Source: an optimization exercise on an open RTL-to-GDS flow (aim: small area, a short achievable clock period and few clock cycles per item). Production flows keep margins and buffers that such runs may drop. Only simulation tests tie the RTL to the original design; equivalence was not proved.

[flow/constraint.sdc]
create_clock -name core_clock -period 8.0 [get_ports {clk}]
set_input_delay 1.6000 -clock core_clock [delete_from_list [all_inputs] [get_ports {clk}]]
set_output_delay 1.6000 -clock core_clock [all_outputs]
set_load 0.01 [all_outputs]
[flow/config.mk]
export PLATFORM = sky130hd
export DESIGN_NAME = sha256_compress
export DESIGN_NICKNAME = sha256_compress
export VERILOG_FILES = /design/flow/design.v
export SDC_FILE = /design/flow/constraint.sdc
export NUM_CORES = 4
export LEC_CHECK = 0
export CAP_MARGIN = 20
export CORE_MARGIN = 2
export CORE_UTILIZATION = 40
export PLACE_DENSITY = 0.6
export SLEW_MARGIN = 20
[flow/run.sh]
#!/bin/bash
# synth_recipe.tcl (not shown) runs the flow's synth.tcl, then flattens the netlist and writes it again
# the make line also repeats each setting of config.mk as NAME=value (left out here)
make -C /OpenROAD-flow-scripts/flow DESIGN_CONFIG=/design/flow/config.mk WORK_HOME=/design/flow/orfs CLKGATE_MAP_FILE= SYNTH_SCRIPT=/design/flow/synth_recipe.tcl finish
[flow/design.v]
module sha256_compress (
    input  wire         clk,
    input  wire         rst,         
    input  wire         in_valid,
    output wire         in_ready,
    input  wire [255:0] in_state,
    input  wire [511:0] in_block,
    output wire         out_valid,
    input  wire         out_ready,
    output wire [255:0] out_state
);
    reg         run;                 
    reg         outv;                
    reg  [6:0]  kidx;                
    reg  [31:0] a, b, c, d, e, f, g, p;
    reg  [31:0] win [0:15];          
    wire fin = kidx[6];              
    wire j63 = (kidx == 7'd63);      
    wire en  = run | ~outv | out_ready;
    assign in_ready  = run & fin;
    assign out_valid = outv;
    assign out_state = {a, b, c, d, e, f, g, p};
    wire [31:0] H0 = in_state[255:224], H1 = in_state[223:192],
                H2 = in_state[191:160], H3 = in_state[159:128],
                H4 = in_state[127:96],  H5 = in_state[95:64],
                H6 = in_state[63:32],   H7 = in_state[31:0];
    reg [31:0] k;
    always @(*) begin
        case (kidx)
            7'd0: k = 32'h428a2f98;
            7'd1: k = 32'h71374491;
            7'd2: k = 32'hb5c0fbcf;
            7'd3: k = 32'he9b5dba5;
            7'd4: k = 32'h3956c25b;
            7'd5: k = 32'h59f111f1;
            7'd6: k = 32'h923f82a4;
            7'd7: k = 32'hab1c5ed5;
            7'd8: k = 32'hd807aa98;
            7'd9: k = 32'h12835b01;
            7'd10: k = 32'h243185be;
            7'd11: k = 32'h550c7dc3;
            7'd12: k = 32'h72be5d74;
            7'd13: k = 32'h80deb1fe;
            7'd14: k = 32'h9bdc06a7;
            7'd15: k = 32'hc19bf174;
            7'd16: k = 32'he49b69c1;
            7'd17: k = 32'hefbe4786;
            7'd18: k = 32'h0fc19dc6;
            7'd19: k = 32'h240ca1cc;
            7'd20: k = 32'h2de92c6f;
            7'd21: k = 32'h4a7484aa;
            7'd22: k = 32'h5cb0a9dc;
            7'd23: k = 32'h76f988da;
            7'd24: k = 32'h983e5152;
            7'd25: k = 32'ha831c66d;
            7'd26: k = 32'hb00327c8;
            7'd27: k = 32'hbf597fc7;
            7'd28: k = 32'hc6e00bf3;
            7'd29: k = 32'hd5a79147;
            7'd30: k = 32'h06ca6351;
            7'd31: k = 32'h14292967;
            7'd32: k = 32'h27b70a85;
            7'd33: k = 32'h2e1b2138;
            7'd34: k = 32'h4d2c6dfc;
            7'd35: k = 32'h53380d13;
            7'd36: k = 32'h650a7354;
            7'd37: k = 32'h766a0abb;
            7'd38: k = 32'h81c2c92e;
            7'd39: k = 32'h92722c85;
            7'd40: k = 32'ha2bfe8a1;
            7'd41: k = 32'ha81a664b;
            7'd42: k = 32'hc24b8b70;
            7'd43: k = 32'hc76c51a3;
            7'd44: k = 32'hd192e819;
            7'd45: k = 32'hd6990624;
            7'd46: k = 32'hf40e3585;
            7'd47: k = 32'h106aa070;
            7'd48: k = 32'h19a4c116;
            7'd49: k = 32'h1e376c08;
            7'd50: k = 32'h2748774c;
            7'd51: k = 32'h34b0bcb5;
            7'd52: k = 32'h391c0cb3;
            7'd53: k = 32'h4ed8aa4a;
            7'd54: k = 32'h5b9cca4f;
            7'd55: k = 32'h682e6ff3;
            7'd56: k = 32'h748f82ee;
            7'd57: k = 32'h78a5636f;
            7'd58: k = 32'h84c87814;
            7'd59: k = 32'h8cc70208;
            7'd60: k = 32'h90befffa;
            7'd61: k = 32'ha4506ceb;
            7'd62: k = 32'hbef9a3f7;
            7'd63: k = 32'hc67178f2;
            default: k = 32'h00000000;
        endcase
    end
    reg [31:0] wport;
    always @(*) begin
        case (kidx[3:0])
            4'd0:  wport = in_block[479:448];
            4'd1:  wport = in_block[447:416];
            4'd2:  wport = in_block[415:384];
            4'd3:  wport = in_block[383:352];
            4'd4:  wport = in_block[351:320];
            4'd5:  wport = in_block[319:288];
            4'd6:  wport = in_block[287:256];
            4'd7:  wport = in_block[255:224];
            4'd8:  wport = in_block[223:192];
            4'd9:  wport = in_block[191:160];
            4'd10: wport = in_block[159:128];
            4'd11: wport = in_block[127:96];
            4'd12: wport = in_block[95:64];
            4'd13: wport = in_block[63:32];
            default: wport = in_block[31:0];
        endcase
    end
    wire [31:0] w1 = win[1], w6 = win[6], w14 = win[14], w15 = win[15];
    wire [31:0] ssig1 = {w1[16:0], w1[31:17]} ^ {w1[18:0], w1[31:19]} ^ {10'b0, w1[31:10]};
    wire [31:0] ssig0 = {w14[6:0], w14[31:7]} ^ {w14[17:0], w14[31:18]} ^ {3'b000, w14[31:3]};
    wire [31:0] wsch  = ssig1 + w6 + ssig0 + w15;
    wire [31:0] wnext = (kidx < 7'd15) ? wport : wsch;
    integer i;
    always @(posedge clk) begin
        win[0] <= wnext;
        win[1] <= run ? win[0] : in_block[511:480];
        for (i = 2; i < 16; i = i + 1)
            win[i] <= win[i-1];
    end
    wire [31:0] bsig1 = {e[5:0], e[31:6]} ^ {e[10:0], e[31:11]} ^ {e[24:0], e[31:25]};
    wire [31:0] bsig0 = {a[1:0], a[31:2]} ^ {a[12:0], a[31:13]} ^ {a[21:0], a[31:22]};
    wire [31:0] ch    = (e & f) ^ (~e & g);
    wire [31:0] maj   = (a & b) ^ (a & c) ^ (b & c);
    wire [31:0] xa1 = bsig0 ^ maj ^ p;
    wire [31:0] ya1 = {(bsig0[30:0] & maj[30:0]) | (bsig0[30:0] & p[30:0]) | (maj[30:0] & p[30:0]), 1'b0};
    wire [31:0] xa2 = xa1 ^ ya1 ^ bsig1;
    wire [31:0] ya2 = {(xa1[30:0] & ya1[30:0]) | (xa1[30:0] & bsig1[30:0]) | (ya1[30:0] & bsig1[30:0]), 1'b0};
    wire [31:0] xa3 = xa2 ^ ya2 ^ ch;
    wire [31:0] ya3 = {(xa2[30:0] & ya2[30:0]) | (xa2[30:0] & ch[30:0]) | (ya2[30:0] & ch[30:0]), 1'b0};
    wire [31:0] a_rnd = xa3 + ya3;
    wire [31:0] xe1 = bsig1 ^ ch ^ p;
    wire [31:0] ye1 = {(bsig1[30:0] & ch[30:0]) | (bsig1[30:0] & p[30:0]) | (ch[30:0] & p[30:0]), 1'b0};
    wire [31:0] xe2 = xe1 ^ ye1 ^ d;
    wire [31:0] ye2 = {(xe1[30:0] & ye1[30:0]) | (xe1[30:0] & d[30:0]) | (ye1[30:0] & d[30:0]), 1'b0};
    wire [31:0] e_rnd = xe2 + ye2;
    wire [31:0] pg = run ? g : H7;
    wire [31:0] pw = run ? (fin ? 32'd0 : win[0]) : in_block[511:480];
    wire [31:0] ph = j63 ? H0 : (fin ? H7 : 32'd0);
    wire [31:0] p_nxt = pg + k + pw + ph;
    wire        ld = fin | ~run;
    wire [31:0] b_nxt = (run ? a : 32'd0) + (ld ? H1 : 32'd0);
    wire [31:0] c_nxt = (run ? b : 32'd0) + (ld ? H2 : 32'd0);
    wire [31:0] f_nxt = (run ? e : 32'd0) + (ld ? H5 : 32'd0);
    wire [31:0] g_nxt = (run ? f : 32'd0) + (ld ? H6 : 32'd0);
    wire [31:0] d_nxt = (run ? c : 32'd0) + (j63 ? H4 : (ld ? H3 : 32'd0))
                      + (j63 ? ~H0 : 32'd0) + {31'd0, j63};
    always @(posedge clk) begin
        if (en) begin
            a <= run ? a_rnd : H0;
            e <= run ? e_rnd : H4;
            b <= b_nxt;
            c <= c_nxt;
            d <= d_nxt;
            f <= f_nxt;
            g <= g_nxt;
            p <= p_nxt;
        end
    end
    wire start = in_valid & ~run & (~outv | out_ready);
    always @(posedge clk) begin
        if (rst) begin
            run  <= 1'b0;
            outv <= 1'b0;
            kidx <= 7'd0;
        end else begin
            if (run) begin
                kidx <= fin ? 7'd0 : kidx + 7'd1;
                if (fin) begin
                    run  <= 1'b0;
                    outv <= 1'b1;
                end
            end else begin
                if (out_ready)
                    outv <= 1'b0;
                if (start) begin
                    run  <= 1'b1;
                    kidx <= 7'd1;
                end
            end
        end
    end
endmodule
==> impl_metrics.env, run 1 <==
export IMPL_status="no timing/DRC/antenna violations"
export IMPL_fmax_ghz=0.159
export IMPL_io_buffer_count=1029
export IMPL_cts_tree="built"
export IMPL_syn_nets=7001
export IMPL_regArea_sq_um=18800
export IMPL_maxCapViolCount=0
export IMPL_synth_area_per_cell_sq_um=9.56
export IMPL_hpwl_um=231000
export IMPL_finalHoldViolCount=0
export IMPL_period_needed_ns=6.28
export IMPL_synth_warnings=2
export IMPL_rows=134
export IMPL_vias=49500
export IMPL_cpPeakStageDelay_ns=0.56
export IMPL_path_cells="ha_1, and3_1, and3_1, nand2b_1, inv_2, buf_4, nand2b_1, fa_1, inv_1, ha_1, a221o_1, a211oi_1, a21o_1, a31oi_1, o31ai_1, a31oi_1, o31ai_1, o21ai_0, a21oi_1, xnor2_1"
export IMPL_clock_latency_ns=0.72
export IMPL_relSlewSlack_pct=13.4
export IMPL_root_buffer="clkbuf_16"
export IMPL_wire_per_inst_um=33.9
export IMPL_dieWidth_um=370
export IMPL_grt_overflow=0
export IMPL_grt_pass1_vias=46800
export IMPL_clk_pin_slew_ns=0.08
export IMPL_drc=0
export IMPL_drv_slew=0
export IMPL_synthToLayoutAreaGrowth_pct=28.5
export IMPL_yosysSeqAreaShare_pct=34.9
export IMPL_ios=1030
export IMPL_ant_nets=0
export IMPL_hold_buffers=0
export IMPL_path_class="reg -> reg"
export IMPL_crit_arrival_ns=6.74
export IMPL_grt_util_all_layers_pct=40.2
export IMPL_antenna_found_initial=39
export IMPL_first_pass_iters=8
export IMPL_period_share_pct=78.5
export IMPL_nNetsFinal=7927
export IMPL_synth_edf_count=256
export IMPL_cp_slowest_cell="inv_2"
export IMPL_cts_resized=0
export IMPL_fillers=12200
export IMPL_endpoint_kind="flip-flop"
export IMPL_r2r_cells=20
export IMPL_grt_max_degree=122
export IMPL_ys_flop_type="dfxtp_1"
export IMPL_start_kind="flip-flop"
export IMPL_setup_viol=0
export IMPL_die_area_sq_um=137000
export IMPL_chipHeight_um=370
export IMPL_grt_pass1_wl_um=381000
export IMPL_clockBufferDepth=3
export IMPL_syn_area_sq_um=53700
export IMPL_clock_sinks=809
export IMPL_hp_class="reg -> reg"
export IMPL_yosysUniqueCellTypes=92
export IMPL_h_tree_depth=3
export IMPL_core_area_sq_um=133000
export IMPL_drtIter0Drc=6499
export IMPL_drt_wl_total_um=284000
export IMPL_ys_seq_elements=809
export IMPL_synthArstFlopShare_pct=0
export IMPL_setup_tns_ns=0
export IMPL_drive_above_1_share_pct=5.76
export IMPL_synthCells=5614
export IMPL_worstPathRequired_ns=8.46
export IMPL_floorplan_initialDensity_pct=40.3
export IMPL_postCtsSetupRepairBufs=0
export IMPL_skew_ns=0.0359
export IMPL_tightest_slew_ns=1.29
export IMPL_place_gp_congestion=1.06
export IMPL_numCtsBuffers=83
export IMPL_multi_input_area_sq_um=32000
export IMPL_hold_depth=0
export IMPL_path_max_fanout=37
export IMPL_vias_per_cell=5.90
export IMPL_rsz0062_at_grt="no"
-- area by class of cell --
cell class                      instances  share of cell area, %
Inverter                              489                   2.66
Timing Repair Buffer                 1129                   16.1
Clock buffer                          103                   3.39
Sequential cell                       809                   27.2
Antenna cell                           18                 0.0653
Multi-Input combinational cell       4028                   46.4
Clock inverter                         51                  0.923
Tap cell                             1768                   3.21
-- logic make-up (layout without fill, tap and decap cells) --
family	count (synthesis)	in the layout	share of synthesized area (%)
other cells	0	18	0
fa+ha+maj	646	646	19.3
mux	118	118	2.38
simple gates	1386	1386	12.8
compound gates	1386	1386	17.0
flops	809	809	34.9
buf+inv	777	1772	5.48
xor+xnor	492	492	8.03
-- metal layers --
metal  wire length, um  vias to the layer above  GRT usage (%)
met1            121000                    24600           55.9
met5                73                        -              0
met4             11000                       10           13.7
met2            122000                     3082           60.0
li1                  -                    21400              -
met3             30200                      546           10.7
-- state kept, by name (all words and copies together), names as in the netlist, named ones only --
signal / count
e: 32
kidx: 7
g: 32
a: 32
b: 32
f: 32
win: 512
run: 1
outv: 1
d: 32
c: 32
p: 32
-- critical path: cells and delay by family, from the launching register on --
family	cells	cell delay [ns]
buffers and inverters	3	1.03
XOR/XNOR	1	0.08
flip-flops	1	0.44
AND/OR/NAND/NOR	4	0.87
AO/OA/AOI/OAI	9	2.30
adder cells (fa/ha/maj)	3	1.27
-- per-stage QoR --
step | cells | hold WS [ns] | setup WS [ns] | utilization (%) | area, sq um
floorplan | 5614 | 0.310 | 2.52 | - | 53700
global placement | 8223 | 0.310 | 1.27 | 49.5 | 65900
detailed placement | 8223 | 0.312 | 1.25 | 49.5 | 65900
CTS | 8377 | 0.305 | 1.89 | 51.7 | 68900
global route | 8387 | 0.319 | 1.48 | 51.7 | 68900
finish | 8395 | 0.299 | 1.72 | 51.7 | 69000
-- path summary, 6_finish.rpt --
check	startpoint	endpoint	slack [ns]
max	kidx[1]$_SDFFE_PP0N_	d[31]$_DFFE_PP_	1.72
min	win[5][2]$_DFF_P_	win[6][2]$_DFF_P_	0.30
max reg2reg	kidx[1]$_SDFFE_PP0N_	d[31]$_DFFE_PP_	1.72
min reg2reg	win[5][2]$_DFF_P_	win[6][2]$_DFF_P_	0.30
-- layout by cell type (no fill, tap or decap), types with 21 or more instances in the layout --
| cell type | instances |
|---|---|
| xor2_1 | 129 |
| nor3_1 | 66 |
| a211oi_1 | 64 |
| maj3_1 | 31 |
| mux2i_1 | 40 |
| and3_1 | 62 |
| o21ai_0 | 281 |
| o21bai_1 | 24 |
| fa_1 | 314 |
| a222oi_1 | 24 |
| and2_1 | 263 |
| dfxtp_1 | 551 |
| a31oi_1 | 31 |
| a21oi_1 | 367 |
| clkdlybuf4s50_1 | 1029 |
| o31ai_1 | 21 |
| clkbuf_16 | 87 |
| edfxtp_1 | 256 |
| nand4_1 | 32 |
| a22o_1 | 39 |
| a221oi_1 | 41 |
| nand3_1 | 99 |
| a22oi_1 | 121 |
| nor2_1 | 244 |
| nand2b_1 | 71 |
| ha_1 | 301 |
| nor2b_1 | 75 |
| o21a_1 | 45 |
| a21o_1 | 99 |
| buf_4 | 96 |
| xnor2_1 | 363 |
| o211ai_1 | 39 |
| nand2_1 | 411 |
| inv_1 | 484 |
| mux2_2 | 78 |
-- synth_stat cells, types with 16 or more instances --
library cell | number | area, sq um
a31oi_1 | 31 | 194
edfxtp_1 | 256 | 7690
o21bai_1 | 24 | 180
nor3_1 | 66 | 330
and2_1 | 259 | 1620
maj3_1 | 31 | 310
o22ai_1 | 18 | 113
buf_1 | 22 | 82.6
mux2_2 | 78 | 878
nor2_1 | 244 | 916
o31ai_1 | 21 | 158
xnor2_1 | 363 | 3180
a22o_1 | 39 | 342
nand2b_1 | 73 | 457
inv_1 | 484 | 1820
and3_1 | 64 | 400
a211oi_1 | 64 | 480
mux2i_1 | 40 | 400
o21a_1 | 45 | 338
a221oi_1 | 41 | 359
a22oi_1 | 121 | 908
fa_1 | 314 | 6290
a21o_1 | 99 | 743
o21ai_0 | 284 | 1420
dfxtp_1 | 553 | 11100
nor2b_1 | 75 | 469
clkbuf_1 | 247 | 927
nand4_1 | 32 | 200
nand2_1 | 411 | 1540
o211ai_1 | 39 | 293
a222oi_1 | 24 | 240
o221ai_1 | 16 | 140
nand3_1 | 99 | 495
ha_1 | 301 | 3770
buf_2 | 18 | 90.1
xor2_1 | 129 | 1130
a21oi_1 | 367 | 1840
Testbench counts, summed over its fixed seeds: cycles 33,288, blocks 512.
==> run 2, diff against run 1 <==
--- a/flow/design.v
+++ b/flow/design.v
@@ -16,8 +16,11 @@
     reg  [31:0] win [0:15];          
-    wire fin = kidx[6];              
-    wire j63 = (kidx == 7'd63);      
-    wire en  = run | ~outv | out_ready;
-    assign in_ready  = run & fin;
+    wire fin  = (kidx == 7'd64);     
+    wire rot1 = (kidx == 7'd65);
+    wire rot2 = (kidx == 7'd66);
+    wire rot3 = (kidx == 7'd67);
+    wire rnd  = run & ~(kidx[6] & (kidx[1] | kidx[0]));    
+    wire en   = run | ~outv | out_ready;
+    assign in_ready  = run & rot3;
     assign out_valid = outv;
-    assign out_state = {a, b, c, d, e, f, g, p};
+    assign out_state = {d, a, b, c, p, e, f, g};
     wire [31:0] H0 = in_state[255:224], H1 = in_state[223:192],
@@ -145,21 +148,17 @@
     wire [31:0] pg = run ? g : H7;
-    wire [31:0] pw = run ? (fin ? 32'd0 : win[0]) : in_block[511:480];
-    wire [31:0] ph = j63 ? H0 : (fin ? H7 : 32'd0);
+    wire [31:0] pw = run ? (kidx[6] ? 32'd0 : win[0]) : in_block[511:480];
+    wire [31:0] ph = fin ? H7 : rot1 ? H6 : rot2 ? H5 : rot3 ? H4 : 32'd0;
     wire [31:0] p_nxt = pg + k + pw + ph;
-    wire        ld = fin | ~run;
-    wire [31:0] b_nxt = (run ? a : 32'd0) + (ld ? H1 : 32'd0);
-    wire [31:0] c_nxt = (run ? b : 32'd0) + (ld ? H2 : 32'd0);
-    wire [31:0] f_nxt = (run ? e : 32'd0) + (ld ? H5 : 32'd0);
-    wire [31:0] g_nxt = (run ? f : 32'd0) + (ld ? H6 : 32'd0);
-    wire [31:0] d_nxt = (run ? c : 32'd0) + (j63 ? H4 : (ld ? H3 : 32'd0))
-                      + (j63 ? ~H0 : 32'd0) + {31'd0, j63};
+    wire [31:0] dc = run ? c : 32'd0;
+    wire [31:0] dh = (fin | ~run) ? H3 : rot1 ? H2 : rot2 ? H1 : rot3 ? H0 : 32'd0;
+    wire [31:0] d_nxt = dc + dh;
     always @(posedge clk) begin
         if (en) begin
-            a <= run ? a_rnd : H0;
-            e <= run ? e_rnd : H4;
-            b <= b_nxt;
-            c <= c_nxt;
+            a <= rnd ? a_rnd : (run ? d : H0);
+            e <= rnd ? e_rnd : (run ? p : H4);
+            b <= run ? a : H1;
+            c <= run ? b : H2;
             d <= d_nxt;
-            f <= f_nxt;
-            g <= g_nxt;
+            f <= run ? e : H5;
+            g <= run ? f : H6;
             p <= p_nxt;
@@ -175,4 +174,4 @@
             if (run) begin
-                kidx <= fin ? 7'd0 : kidx + 7'd1;
-                if (fin) begin
+                kidx <= rot3 ? 7'd0 : kidx + 7'd1;
+                if (rot3) begin
                     run  <= 1'b0;
==> impl_metrics.env, run 2 <==
export IMPL_grt_pass1_wl_um=339000
export IMPL_synthCells=4876
export IMPL_synth_area_top_cells="dfxtp_1 (23%), edfxtp_1 (16%), fa_1 (12%)"
export IMPL_grt_overflow=0
export IMPL_synth_area_per_cell_sq_um=9.94
export IMPL_yosysSeqAreaShare_pct=38.7
export IMPL_hpwl_um=201000
export IMPL_grt_pass1_vias=41600
export IMPL_dieWidth_um=352
export IMPL_ios=1030
export IMPL_place_gp_congestion=1.01
export IMPL_period_needed_ns=6.46
export IMPL_hold_slack_ns=0.304
export IMPL_path_delay_family="simple AND/OR/NAND/NOR gates"
export IMPL_synthToLayoutAreaGrowth_pct=29.9
export IMPL_fmax_ghz=0.155
export IMPL_chipHeight_um=352
export IMPL_setup_viol=0
export IMPL_relSlewSlack_pct=19.9
export IMPL_vias=44200
export IMPL_grt_max_degree=139
export IMPL_most_common_layout_cells="clkdlybuf4s50_1 (1029), dfxtp_1 (552), inv_1 (382), o21ai_0 (364), nand2_1 (334)"
export IMPL_finalHoldViolCount=0
export IMPL_rsz0062_at_grt="no"
export IMPL_maxCapViolCount=0
export IMPL_cts_tree="built"
export IMPL_ant_nets=0
export IMPL_synth_common_cells="dfxtp_1 (553), inv_1 (382), o21ai_0 (366)"
export IMPL_first_pass_iters=7
export IMPL_cpPeakStageDelay_ns=0.89
export IMPL_endpoint_kind="flip-flop"
export IMPL_final_common_cell="clkdlybuf4s50_1"
export IMPL_grt_util_all_layers_pct=38.7
export IMPL_clk_pin_slew_ns=0.06
export IMPL_drive_above_1_share_pct=7.32
export IMPL_ys_flop_type="dfxtp_1"
export IMPL_period_share_pct=80.7
export IMPL_yosys_cell_count_top_type="dfxtp_1"
export IMPL_synth_edf_count=256
export IMPL_cts_resized=0
export IMPL_die_area_sq_um=124000
export IMPL_drt_wl_total_um=248000
export IMPL_hp_class="reg -> reg"
export IMPL_syn_nets=6103
export IMPL_drv_slew=0
export IMPL_path_cells="nor2_1, and2_2, nor2_4, buf_12, a221o_1, o21ai_0, o21ai_0, fa_1, ha_1, a21oi_1, nand3_1, nor3_1, nor3_1, nor2_1, o21ai_0, o311a_1"
export IMPL_path_max_fanout=56
export IMPL_start_kind="flip-flop"
export IMPL_setup_tns_ns=0
export IMPL_yosysUniqueCellTypes=100
export IMPL_rows=127
export IMPL_core_area_sq_um=120000
export IMPL_largest_register="win"
export IMPL_path_class="reg -> reg"
export IMPL_cp_slowest_cell="dfxtp_1"
export IMPL_synth_warnings=2
export IMPL_yosys_area_top_type="dfxtp_1"
export IMPL_wire_per_inst_um=33.4
export IMPL_skew_ns=0.0524
export IMPL_syn_area_sq_um=48500
export IMPL_clock_latency_ns=0.68
export IMPL_worstPathRequired_ns=8.39
export IMPL_postCtsSetupRepairBufs=0
export IMPL_vias_per_cell=5.93
export IMPL_synthArstFlopShare_pct=0
export IMPL_tightest_slew_ns=1.19
export IMPL_ys_seq_elements=809
export IMPL_clock_sinks=809
export IMPL_nNetsFinal=6968
export IMPL_numCtsBuffers=82
export IMPL_h_tree_depth=3
export IMPL_hold_buffers=0
export IMPL_clockBufferDepth=3
export IMPL_io_buffer_count=1029
export IMPL_status="no timing/DRC/antenna violations"
export IMPL_drc=0
export IMPL_synth_top_cell_area_share_pct=22.8
export IMPL_crit_top_cell="o21ai_0"
export IMPL_fillers=10900
export IMPL_crit_arrival_ns=6.85
export IMPL_root_buffer="clkbuf_16"
export IMPL_crit_buf_inv=1
export IMPL_drtIter0Drc=5947
export IMPL_floorplan_initialDensity_pct=40.4
export IMPL_antenna_found_initial=56
export IMPL_largest_reg_flops=512
## run 2: path summary, 6_finish.rpt
kind	end	start	slack (ns)	cells past startpoint
setup reg to reg	p[31]$_DFFE_PP_	kidx[2]$_SDFFE_PP0N_	1.54	16
hold reg to reg	win[6][12]$_DFF_P_	win[5][12]$_DFF_P_	0.30	0
hold / removal	win[6][12]$_DFF_P_	win[5][12]$_DFF_P_	0.30	0
setup / recovery	p[31]$_DFFE_PP_	kidx[2]$_SDFFE_PP0N_	1.54	16
## run 2: routing by layer
layer | up-vias | global-route usage (%) | routed length [um]
li1 | 18900 | - | -
met2 | 2708 | 53.5 | 100000
met1 | 22100 | 58.1 | 111000
met4 | 30 | 9.14 | 6470
met5 | - | 0 | 197
met3 | 361 | 12.1 | 30200
## run 2: final cells by class
class / count / area [sq um] / share of cell area, %
diodes: 23 / 57.6 / 0.0914
clock buffers: 105 / 2250 / 3.58
clock inverters: 46 / 473 / 0.751
inverters: 388 / 1460 / 2.31
multi-input cells: 3359 / 27000 / 42.9
flip-flops and latches: 809 / 18800 / 29.8
well taps: 1612 / 2020 / 3.20
repair buffers: 1101 / 10900 / 17.3
## run 2: cell families after synthesis
group	share of synthesized area, %
and+or+nand+nor	9.26
DFF	38.7
buffers and inverters	5.63
muxes	4.75
xor gates and xnor gates	6.81
AOI/OAI and AO/OA	18.1
adders and majority gates	16.7
## run 2: per-stage QoR
step | cells | setup WS [ns] | utilization (%) | cell area (sq um)
CTS | 7420 | 1.77 | 52.4 | 62900
global route | 7436 | 1.25 | 52.5 | 62900
global placement | 7269 | 1.55 | 50.1 | 60200
finish | 7443 | 1.54 | 52.5 | 62900
detailed placement | 7269 | 1.64 | 50.2 | 60200
floorplan | 4876 | 2.61 | - | 48500
Testbench counts of run 2, summed over its fixed seeds: cycles 34,824, blocks 512.
==> run 3, diff against run 2 <==
--- a/flow/design.v
+++ b/flow/design.v
@@ -16,9 +16,9 @@
     reg  [31:0] win [0:15];          
-    wire fin  = (kidx == 7'd64);     
-    wire rot1 = (kidx == 7'd65);
-    wire rot2 = (kidx == 7'd66);
-    wire rot3 = (kidx == 7'd67);
-    wire rnd  = run & ~(kidx[6] & (kidx[1] | kidx[0]));    
-    wire en   = run | ~outv | out_ready;
-    assign in_ready  = run & rot3;
+    reg         rnd;                 
+    reg         fin;                 
+    reg         rot1, rot2, rot3;    
+    reg         wport_sel;           
+    reg         nok;                 
+    wire        en   = run | ~outv | out_ready;
+    assign in_ready  = rot3;
     assign out_valid = outv;
@@ -123,3 +123,3 @@
     wire [31:0] wsch  = ssig1 + w6 + ssig0 + w15;
-    wire [31:0] wnext = (kidx < 7'd15) ? wport : wsch;
+    wire [31:0] wnext = wport_sel ? wport : wsch;
     integer i;
@@ -148,3 +148,3 @@
     wire [31:0] pg = run ? g : H7;
-    wire [31:0] pw = run ? (kidx[6] ? 32'd0 : win[0]) : in_block[511:480];
+    wire [31:0] pw = run ? (nok ? 32'd0 : win[0]) : in_block[511:480];
     wire [31:0] ph = fin ? H7 : rot1 ? H6 : rot2 ? H5 : rot3 ? H4 : 32'd0;
@@ -172,5 +172,20 @@
             kidx <= 7'd0;
+            rnd  <= 1'b0;
+            fin  <= 1'b0;
+            rot1 <= 1'b0;
+            rot2 <= 1'b0;
+            rot3 <= 1'b0;
+            wport_sel <= 1'b1;
+            nok  <= 1'b0;
         end else begin
+            fin  <= rnd & (kidx == 7'd63);
+            rot1 <= fin;
+            rot2 <= rot1;
+            rot3 <= rot2;
             if (run) begin
                 kidx <= rot3 ? 7'd0 : kidx + 7'd1;
+                wport_sel <= rot3 | (kidx < 7'd14);
+                nok  <= ~rot3 & (kidx >= 7'd63);
+                if (fin)
+                    rnd <= 1'b0;
                 if (rot3) begin
@@ -184,2 +199,3 @@
                     run  <= 1'b1;
+                    rnd  <= 1'b1;
                     kidx <= 7'd1;
--- a/flow/config.mk
+++ b/flow/config.mk
@@ -7,2 +7,3 @@
 export LEC_CHECK = 0
+export ABC_AREA = 1
 export CAP_MARGIN = 20
==> impl_metrics.env, run 3 <==
export IMPL_postCtsSetupRepairBufs=0
export IMPL_clock_latency_ns=0.74
export IMPL_skew_ns=0.0350
export IMPL_path_class="reg -> reg"
export IMPL_cp_slowest_cell="o31ai_1"
export IMPL_h_tree_depth=3
export IMPL_setup_tns_ns=0
export IMPL_grtUsageMet3_pct=15.9
export IMPL_antenna_found_initial=35
export IMPL_vias_per_cell=5.84
export IMPL_hp_class="reg -> reg"
export IMPL_largest_register="win"
export IMPL_met1_usage_pct=60.4
export IMPL_crit_arrival_ns=6.37
export IMPL_synth_warnings=2
export IMPL_setup_viol=0
export IMPL_ios=1030
export IMPL_core_area_sq_um=129000
export IMPL_synth_area_per_cell_sq_um=7.78
export IMPL_first_pass_iters=7
export IMPL_numCtsBuffers=86
export IMPL_wire_per_inst_um=32.9
export IMPL_synthCells=6689
export IMPL_drtIter0Drc=8360
export IMPL_tightest_slew_ns=1.26
export IMPL_drt_wl_total_um=309000
export IMPL_synth_common_cells="nand2_1 (1705), inv_1 (856), nand3_1 (592)"
export IMPL_crit_buf_inv=2
export IMPL_endpoint_kind="flip-flop"
export IMPL_fmax_ghz=0.169
export IMPL_drc=0
export IMPL_grt_overflow=0
export IMPL_grt_pass1_wl_um=414000
export IMPL_rows=132
export IMPL_clockBufferDepth=3
export IMPL_drive_above_1_share_pct=3.48
export IMPL_syn_area_sq_um=52100
export IMPL_io_buffer_count=1029
export IMPL_root_buffer="clkbuf_16"
export IMPL_vias=54900
export IMPL_synthArstFlopShare_pct=0
export IMPL_cts_resized=0
export IMPL_rsz0062_at_grt="no"
export IMPL_final_common_cell="nand2_1"
export IMPL_die_area_sq_um=133000
export IMPL_ant_nets=0
export IMPL_place_gp_congestion=1.09
export IMPL_largest_reg_flops=512
export IMPL_maxCapViolCount=0
export IMPL_top_usage_layer="met2"
export IMPL_cpPeakStageDelay_ns=1.07
export IMPL_regArea_sq_um=18900
export IMPL_clock_sinks=816
export IMPL_start_kind="flip-flop"
export IMPL_synth_top_cell_area_share_pct=21.5
export IMPL_synth_edf_count=256
export IMPL_synth_area_top_cells="dfxtp_1 (22%), edfxtp_1 (15%), nand2_1 (12%)"
export IMPL_cts_tree="built"
export IMPL_path_cells="inv_8, buf_4, o31ai_1, fa_1, fa_1, ha_1, nand2_1, nor2_1, o21ai_0, nand3_1, nand3_1, nand2_1, xor2_1"
export IMPL_chipHeight_um=365
export IMPL_finalHoldViolCount=0
export IMPL_drv_slew=0
export IMPL_fillers=12500
export IMPL_path_max_fanout=91
export IMPL_yosysSeqAreaShare_pct=36.3
export IMPL_period_share_pct=73.9
export IMPL_status="no timing/DRC/antenna violations"
export IMPL_ys_seq_elements=816
export IMPL_multi_input_area_sq_um=28700
export IMPL_synthToLayoutAreaGrowth_pct=28.7
export IMPL_syn_nets=7917
export IMPL_relSlewSlack_pct=15.4
export IMPL_floorplan_initialDensity_pct=40.3
export IMPL_ys_flop_type="dfxtp_1"
export IMPL_nNetsFinal=8794
export IMPL_grt_max_degree=138
export IMPL_most_common_layout_cells="nand2_1 (1705), clkdlybuf4s50_1 (1029), inv_1 (853), nand3_1 (590), dfxtp_1 (554)"
export IMPL_dieWidth_um=365
export IMPL_yosys_cell_count_top_type="nand2_1"
export IMPL_worstPathRequired_ns=8.46
export IMPL_yosysUniqueCellTypes=54
export IMPL_period_needed_ns=5.91
export IMPL_yosys_area_top_type="dfxtp_1"
export IMPL_hpwl_um=255000
export IMPL_final_core_util_pct=51.8
export IMPL_grt_util_all_layers_pct=45.1
export IMPL_clk_pin_slew_ns=0.07
export IMPL_hold_buffers=0
export IMPL_use_met2_pct=63.4
export IMPL_grt_pass1_vias=52000
export IMPL_path_delay_family="compound AO/OA/AOI/OAI gates"
-- run 3: final cells by class --
class                           instances  area share [%]
Clock buffer                          115            3.72
Multi-Input combinational cell       4698            42.9
Timing Repair Buffer                 1100            16.2
Sequential cell                       816            28.2
Antenna cell                           16          0.0598
Tap cell                             1742            3.25
Clock inverter                         44           0.818
Inverter                              864            4.85
-- run 3: cell families after synthesis --
group | share of synthesized area, %
AND/OR/NAND/NOR | 23.2
multiplexers | 0.0192
AO/OA/AOI/OAI | 10.9
adder cells (fa/ha/maj) | 15.6
flip-flops | 36.3
buffers and inverters | 8.75
XOR/XNOR | 5.20
-- run 3: path summary, 6_finish.rpt --
check,cells past startpoint,slack [ns],start,to
worst min-delay path,0,0.31,win[3][7]$_DFF_P_,win[4][7]$_DFF_P_
worst min register to register,0,0.31,win[3][7]$_DFF_P_,win[4][7]$_DFF_P_
worst max-delay path,13,2.09,run$_SDFF_PP0_,p[30]$_DFFE_PP_
worst max register to register,13,2.09,run$_SDFF_PP0_,p[30]$_DFFE_PP_
-- run 3: metrics by stage --
| stage | worst slack (ns) | std cells | area, sq um | hold slack [ns] |
|---|---|---|---|---|
| floorplan | 1.39 | 6689 | 52100 | 0.310 |
| global placement | 1.96 | 9219 | 63900 | 0.310 |
| detailed placement | 2.00 | 9219 | 63900 | 0.312 |
| CTS | 2.40 | 9378 | 66900 | 0.307 |
| global route | 1.93 | 9389 | 67000 | 0.311 |
| finish | 2.09 | 9395 | 67000 | 0.313 |
-- run 3: metal layers --
layer	vias to the layer above	part of all wire, %
met5	-	0.037
met4	18	6.3
met3	752	14
met2	4063	40
met1	26600	39
li1	23400	-
Testbench counts of run 3, summed over its fixed seeds: cycles 34,824, blocks 512.
==> run 4, diff against run 3 <==
--- a/flow/design.v
+++ b/flow/design.v
@@ -148,5 +148,5 @@
     wire [31:0] pg = run ? g : H7;
-    wire [31:0] pw = run ? (nok ? 32'd0 : win[0]) : in_block[511:480];
-    wire [31:0] ph = fin ? H7 : rot1 ? H6 : rot2 ? H5 : rot3 ? H4 : 32'd0;
-    wire [31:0] p_nxt = pg + k + pw + ph;
+    wire [31:0] ph = fin ? H7 : rot1 ? H6 : rot2 ? H5 : H4;
+    wire [31:0] pw = run ? (nok ? ph : win[0]) : in_block[511:480];
+    wire [31:0] p_nxt = pg + k + pw;
     wire [31:0] dc = run ? c : 32'd0;
--- a/flow/config.mk
+++ b/flow/config.mk
@@ -7,3 +7,2 @@
 export LEC_CHECK = 0
-export ABC_AREA = 1
 export CAP_MARGIN = 20
@@ -12,2 +11,3 @@
 export PLACE_DENSITY = 0.6
+export SETUP_SLACK_MARGIN = 3.5
 export SLEW_MARGIN = 20
==> impl_metrics.env, run 4 <==
export IMPL_drc=0
export IMPL_synth_area_per_cell_sq_um=9.97
export IMPL_ios=1030
export IMPL_chipHeight_um=352
export IMPL_yosysUniqueCellTypes=85
export IMPL_status="no timing/DRC/antenna violations"
export IMPL_hp_class="reg -> reg"
export IMPL_most_common_layout_cells="clkdlybuf4s50_1 (949), dfxtp_1 (523), inv_1 (369), nand2_1 (306), buf_4 (294)"
export IMPL_synth_top_cell_area_share_pct=23.2
export IMPL_crit_arrival_ns=5.52
export IMPL_path_delay_family="adder cells"
export IMPL_r2r_cells=19
export IMPL_path_cells="xnor2_1, xnor2_2, fa_1, inv_1, fa_1, inv_1, fa_1, ha_4, o21ai_2, a2111o_1, a211o_2, a32oi_4, buf_4, buf_6, a21o_1, a21oi_2, xnor2_1, nand2_1, o21ai_1"
export IMPL_ys_seq_elements=816
export IMPL_io_buffer_count=1029
export IMPL_hold_buffers=0
export IMPL_fmax_ghz=0.196
export IMPL_place_gp_congestion=1.08
export IMPL_path_max_fanout=5
export IMPL_root_buffer="clkbuf_16"
export IMPL_clock_sinks=816
export IMPL_ys_flop_type="dfxtp_1"
export IMPL_relSlewSlack_pct=21.5
export IMPL_largest_register="win"
export IMPL_period_share_pct=63.9
export IMPL_wl_met1_um=113000
export IMPL_wl_met2_um=104000
export IMPL_yosys_cell_count_top_type="dfxtp_1"
export IMPL_synth_common_cells="dfxtp_1 (560), inv_1 (384), nand2_1 (311)"
export IMPL_synth_area_top_cells="dfxtp_1 (23%), edfxtp_1 (16%), fa_1 (10%)"
export IMPL_skew_ns=0.0445
export IMPL_nNetsFinal=7193
export IMPL_setup_viol=0
export IMPL_drtIter0Drc=6014
export IMPL_maxUsedRoutingLayer="met5"
export IMPL_final_core_util_pct=56.8
export IMPL_clock_latency_ns=0.70
export IMPL_crit_top_cell="fa_1"
export IMPL_core_area_sq_um=120000
export IMPL_h_tree_depth=3
export IMPL_grt_util_all_layers_pct=39.9
export IMPL_ant_nets=0
export IMPL_synthCells=4851
export IMPL_syn_area_sq_um=48400
export IMPL_dieWidth_um=352
export IMPL_yosysSeqAreaShare_pct=39.1
export IMPL_synthToLayoutAreaGrowth_pct=41.0
export IMPL_synthArstFlopShare_pct=0
export IMPL_floorplan_initialDensity_pct=40.3
export IMPL_rr_endpoint="a[19]$_DFFE_PP_"
export IMPL_clockBufferDepth=3
export IMPL_drv_slew=0
export IMPL_rsz0062_at_grt="yes"
export IMPL_rows=127
export IMPL_clk_pin_slew_ns=0.06
export IMPL_cpPeakStageDelay_ns=0.52
export IMPL_syn_nets=6048
export IMPL_antenna_found_initial=70
export IMPL_setup_tns_ns=0
export IMPL_yosys_area_top_type="dfxtp_1"
export IMPL_cp_slowest_cell="edfxtp_1"
export IMPL_start_kind="flip-flop"
export IMPL_vias=45800
export IMPL_tightest_slew_ns=1.18
export IMPL_r2r_start="a[9]$_DFFE_PP_"
export IMPL_final_common_cell="clkdlybuf4s50_1"
export IMPL_first_pass_iters=8
export IMPL_grt_pass1_vias=42400
export IMPL_wire_per_inst_um=33.5
export IMPL_die_area_sq_um=124000
export IMPL_cts_tree="built"
export IMPL_maxCapViolCount=0
export IMPL_endpoint_kind="flip-flop"
export IMPL_largest_reg_flops=512
export IMPL_grt_pass1_wl_um=342000
export IMPL_rrSetupSlack_ns=2.89
export IMPL_hold_end="win[6][26]$_DFF_P_"
export IMPL_period_needed_ns=5.11
export IMPL_grt_overflow=0
export IMPL_worstPathRequired_ns=8.40
export IMPL_dr_wl_met3_um=34400
export IMPL_synth_edf_count=256
export IMPL_drt_wl_total_um=259000
export IMPL_finalHoldViolCount=0
export IMPL_hpwl_um=204000
export IMPL_grt_max_degree=149
export IMPL_drive_above_1_share_pct=18.0
export IMPL_synth_warnings=2
export IMPL_min_from="win[5][26]$_DFF_P_"
export IMPL_numCtsBuffers=88
export IMPL_vias_per_cell=5.92
export IMPL_hold_depth=0
export IMPL_path_class="reg -> reg"
export IMPL_crit_buf_inv=4
run 4: changes by cell type in the layout (fill, tap and decap cells not counted), moves of 109 or more:
cell | previous run | this run
a21oi_1 | 365 | 256
buf_4 | 67 | 294
nand2_1 | 1705 | 306
nor2_1 | 412 | 209
a22oi_1 | 12 | 145
inv_1 | 853 | 369
mux2_2 | 0 | 169
nand3_1 | 590 | 77
o21ai_0 | 393 | 223
run 4: layer usage:
metal  track usage, %  vias up
met5             6.04        -
met4             9.04       44
met3             15.4      377
met2             54.0     2818
met1             58.6    23000
li1                 -    19500
run 4: final cells by class:
cell class                      instances  area, sq um
Clock inverter                         52          563
Timing Repair Buffer                 1375        13300
Sequential cell                       816        19000
Multi-Input combinational cell       3329        29400
Clock buffer                          107         2350
Tap cell                             1612         2020
Fill cell                           10500        51800
Inverter                              386         1460
Antenna cell                           50          125
run 4: stage by stage:
stage	hold slack (ns)	instances	setup slack (ns)	area, sq um
final	0.298	7727	2.89	68200
after global routing	0.304	7713	2.77	68100
after CTS	0.292	7599	2.95	66300
after detailed placement	0.312	7265	1.86	60700
after global placement	0.310	7265	1.92	60700
after floorplan	0.310	4851	2.99	48900
run 4: worst max-delay path by stage:
stage	cells past startpoint	from	endpoint
finish	19	a[9]$_DFFE_PP_	a[19]$_DFFE_PP_
global route	20	a[3]$_DFFE_PP_	a[31]$_DFFE_PP_
CTS	20	a[3]$_DFFE_PP_	a[23]$_DFFE_PP_
detailed placement	16	in_state[77]	p[31]$_DFFE_PP_
global placement	18	in_state[72]	p[29]$_DFFE_PP_
floorplan	19	in_state[65]	p[29]$_DFFE_PP_
run 4: kinds of logic (layout without fill, tap and decap cells):
kind of cell	Yosys count	in the layout	synth area share [%]
xor+xnor	389	389	7.05
simple gates	907	908	8.76
other cells	0	50	0
flops	816	816	39.1
buf+inv	707	1920	5.50
mux	295	295	6.55
compound gates	1281	1281	17.6
fa+ha+maj	456	456	15.5
run 4: timing repair:
| item | 4_1_cts | 5_1_grt |
|---|---|---|
| gates resized for setup | 368 | 279 |
| buffers inserted | 174 | 75 |
| pin swaps | 151 | 212 |
| setup endpoints to repair | 111 | 89 |
| gates cloned | 1 | 2 |
Testbench counts of run 4, summed over its fixed seeds: cycles 34,824, blocks 512.

port drivers added, routing unchanged:
The flow's constraints put no driver on any port. The routed layouts listed below were extracted and timed again, unchanged, in two steps.
Step 1 (the two cells are an assumption about what drives the block):
set clk [get_ports {clk}]
set_driving_cell -lib_cell sky130_fd_sc_hd__clkbuf_16 $clk
set_driving_cell -lib_cell sky130_fd_sc_hd__buf_2 [delete_from_list [all_inputs] $clk]
Step 2 times the ports against the registers' clock, not the clock port: input delays grow and output delays shrink by t, the midpoint of the rising clock arrivals with the driver on.
a / b / c = ideal / step 1 / step 2; a / b = the first two.
run | t, ns | setup slack, ns | cell pins on the clock port's net
run 1 | 0.780 | 1.723 / 1.723 / 1.089 | 1
run 2 | 0.724 | 1.545 / 1.545 / 1.473 | 1
run 3 | 0.802 | 2.088 / 2.088 / 1.816 | 1
run 4 | 0.760 | 2.889 / 2.889 / 2.189 | 1
After both steps every run listed still meets setup and hold. For run 4, which loses most, drivers alone change the setup slack by 0.000 ns; drivers and shift together by -0.700 ns.
